Source: an optimization exercise on an open RTL-to-GDS flow (aim: small area, a short achievable clock period and few clock cycles). Production flows keep margins and buffers that such runs may drop.
Only simulation tests tie the RTL to the original design; equivalence was not proved.
Power is estimated from default activity; no workload was simulated.

Setup of old:
## island_engine
module island_engine (
    input  wire         clk,
    input  wire         rst,
    input  wire         start_valid,
    output reg          start_ready,
    input  wire [63:0]  node_valid,
    input  wire [63:0]  node_lit,
    input  wire [7:0]   min_lit,
    input  wire [6:0]   lit_min,
    input  wire [7:0]   persist,
    input  wire         rebase,
    input  wire         br_valid,
    output reg          br_ready,
    input  wire [5:0]   br_a,
    input  wire [5:0]   br_b,
    input  wire         br_conn,
    input  wire         br_last,
    output reg          done,
    output reg  [6:0]   count,
    output reg  [6:0]   nlit,
    output reg  [6:0]   nvalid,
    output reg  [15:0]  open_br,
    output reg          eval_valid,
    output reg  [1:0]   kind,
    output reg          island_local,
    output reg  [6:0]   base,
    output reg  [6:0]   ref_count,
    output wire [383:0] root,
    output wire [63:0]  counted
);
Size: about 4200 cells after synthesis, ~680 I/O pins.
export LEC_CHECK = 0
export CAP_MARGIN = 20
export CORE_MARGIN = 2
export CORE_UTILIZATION = 40
export CTS_CLUSTER_DIAMETER = 80
export CTS_CLUSTER_SIZE = 25
export SLEW_MARGIN = 20
create_clock -name core_clock -period 10.0 [get_ports {clk}]
standard.sh (not shown) runs the stock make flow with config.mk's settings and CLKGATE_MAP_FILE= SYNTH_SCRIPT=/design/flow/synth_recipe.tcl, a recipe that flattens the netlist after the stock synthesis.
==> flow/flow/run.sh <==
#!/bin/bash
set -euo pipefail
export SETUP_SLACK_MARGIN=6.3
export BUFFER_PORTS_ARGS="-buffer_cell sky130_fd_sc_hd__buf_1"
bash standard.sh > standard_flow.log 2>&1
Testbench counts of old, summed over its fixed seeds: cycles 19,605.
[inputs] new vs old
--- a/flow/flow/run.sh
+++ b/flow/flow/run.sh
@@ -3 +3 @@
-export SETUP_SLACK_MARGIN=6.3
+export SETUP_SLACK_MARGIN=6.45
==> results.txt <==
- For sequential cell power, new and old come out practically identical.
- new vs. old: number of clock-tree buffers in the layout went up 5.4%, worst path setup slack after routing went up 0.098 ns, net switching power of the design went up about 3%, clock group share of total power went up 0.4 points.
- new: routed wire length 2400 um above old
- Endpoint of the most critical setup path: hi_w[0] -> old, root[202] -> new
- Final critical delay including setup and external delays delta (new − old): favourable

Setup of run A:
island_engine again, from the RTL that the note above started with.
Settings: LEC_CHECK=0, CAP_MARGIN=20, CORE_MARGIN=2, CORE_UTILIZATION=40, CTS_CLUSTER_DIAMETER=80, CTS_CLUSTER_SIZE=25, SLEW_MARGIN=20; clock period 10.0 ns.
==> flow/flow/run.sh <==
#!/bin/bash
set -euo pipefail
export SETUP_SLACK_MARGIN=6.15
export BUFFER_PORTS_ARGS="-buffer_cell sky130_fd_sc_hd__buf_1"
bash standard.sh > standard_flow.log 2>&1
Run A reached the final stage; the timing, DRC and antenna checks on its layout passed.
Testbench counts of run A, summed over its fixed seeds: cycles 19,605.
#### Input delta (run B over run A)
# run A
export LEC_CHECK = 0
export CAP_MARGIN = 20
export CORE_MARGIN = 2
export CORE_UTILIZATION = 40
export CTS_CLUSTER_DIAMETER = 80
export CTS_CLUSTER_SIZE = 25
export SLEW_MARGIN = 20
create_clock -name core_clock -period 10.0 [get_ports {clk}]
# run B
export LEC_CHECK = 0
export CAP_MARGIN = 20
export CORE_MARGIN = 2
export CORE_UTILIZATION = 40
export CTS_CLUSTER_DIAMETER = 60
export CTS_CLUSTER_SIZE = 20
export SLEW_MARGIN = 20
create_clock -name core_clock -period 10.0 [get_ports {clk}]
==> flow/flow/run.sh <==
#!/bin/bash
set -euo pipefail
export SETUP_SLACK_MARGIN=6.3
export BUFFER_PORTS_ARGS="-buffer_cell sky130_fd_sc_hd__buf_1"
bash standard.sh > standard_flow.log 2>&1
Findings:
- Run B: full flow OK, the timing, DRC and antenna checks passed
- Clock skew, run B and run A: smaller value in run B
- There was hardly any difference in compound-cell area share of the yosys netlist between run A and run B.
- Number of fillers in the final layout in run B vs run A: down 218
- Combinational share of power (higher): run A
- Looking at minimum clock period across run B and run A, the one that comes out lower is run B.
- Cmp run B vs run A: wire length of the first global-routing pass higher in run B
- The setup slack of the most critical reg-to-reg path in run B was higher than what run A gave.
- Cell count: run B higher than run A
- On run B: number of nets in the finished design is about 1.4% higher than what run A gave.
> inputs changed (run B -> run C)
# run B
export LEC_CHECK = 0
export CAP_MARGIN = 20
export CORE_MARGIN = 2
export CORE_UTILIZATION = 40
export CTS_CLUSTER_DIAMETER = 60
export CTS_CLUSTER_SIZE = 20
export SLEW_MARGIN = 20
create_clock -name core_clock -period 10.0 [get_ports {clk}]
# run C
export LEC_CHECK = 0
export CAP_MARGIN = 20
export CORE_MARGIN = 2
export CORE_UTILIZATION = 40
export CTS_CLUSTER_DIAMETER = 80
export CTS_CLUSTER_SIZE = 25
export PLACE_DENSITY = 0.7
export SLEW_MARGIN = 20
create_clock -name core_clock -period 10.0 [get_ports {clk}]
Run C finished every step from synthesis to the final layout, and the layout passed the timing, DRC and antenna checks.
Measured against each other, run C and run B differ in TritonCTS buffer count, the lower figure coming from run C.
[compare] base=run B new=run C: global-route wire length before repair rose by 5500 µm; longest individual stage delay on the worst path rose by 0.11 ns; number of DRC violations after detailed routing stayed essentially flat; time the final worst path needs with I/O delays and setup rose by 0.068 ns.
Worst setup slack, run C and run B: lower on run C
Run B vs run C, end point of the critical path: grp[7][2] vs state[1]

==> port drivers added, routing unchanged <==
No port has a modelled driver above. Below, the same layouts with a new extraction and two added sets of constraints. Step 1 (the two cells are an assumption about what drives the block):
set clk [get_ports {clk}]
set_driving_cell -lib_cell sky130_fd_sc_hd__clkbuf_16 $clk
set_driving_cell -lib_cell sky130_fd_sc_hd__buf_2 [delete_from_list [all_inputs] $clk]
Step 2 moves the port delays by t, midway between the first and last clock arrival at a register: inputs arrive t later, outputs are due t later. That takes back most of the time a late clock gives input paths. a / b / c = ideal ports / drivers / drivers and shift; a / b = the first two.
run	t (ns)	setup slack, ns	worst setup path after step 2	pins driven straight from the clock port
old	0.758	6.319 / 6.319 / 5.676	input to register	1
new	0.777	6.417 / 6.340 / 5.983	input to register	1
run A	0.746	6.197 / 6.197 / 5.660	input to register	1
run B	0.752	6.272 / 6.272 / 5.705	input to register	1
run C	0.760	6.204 / 6.204 / 5.702	input to register	1
After both steps every run listed still meets setup and hold. For old, which loses most, drivers alone change the setup slack by 0.000 ns; drivers and shift together by -0.643 ns.
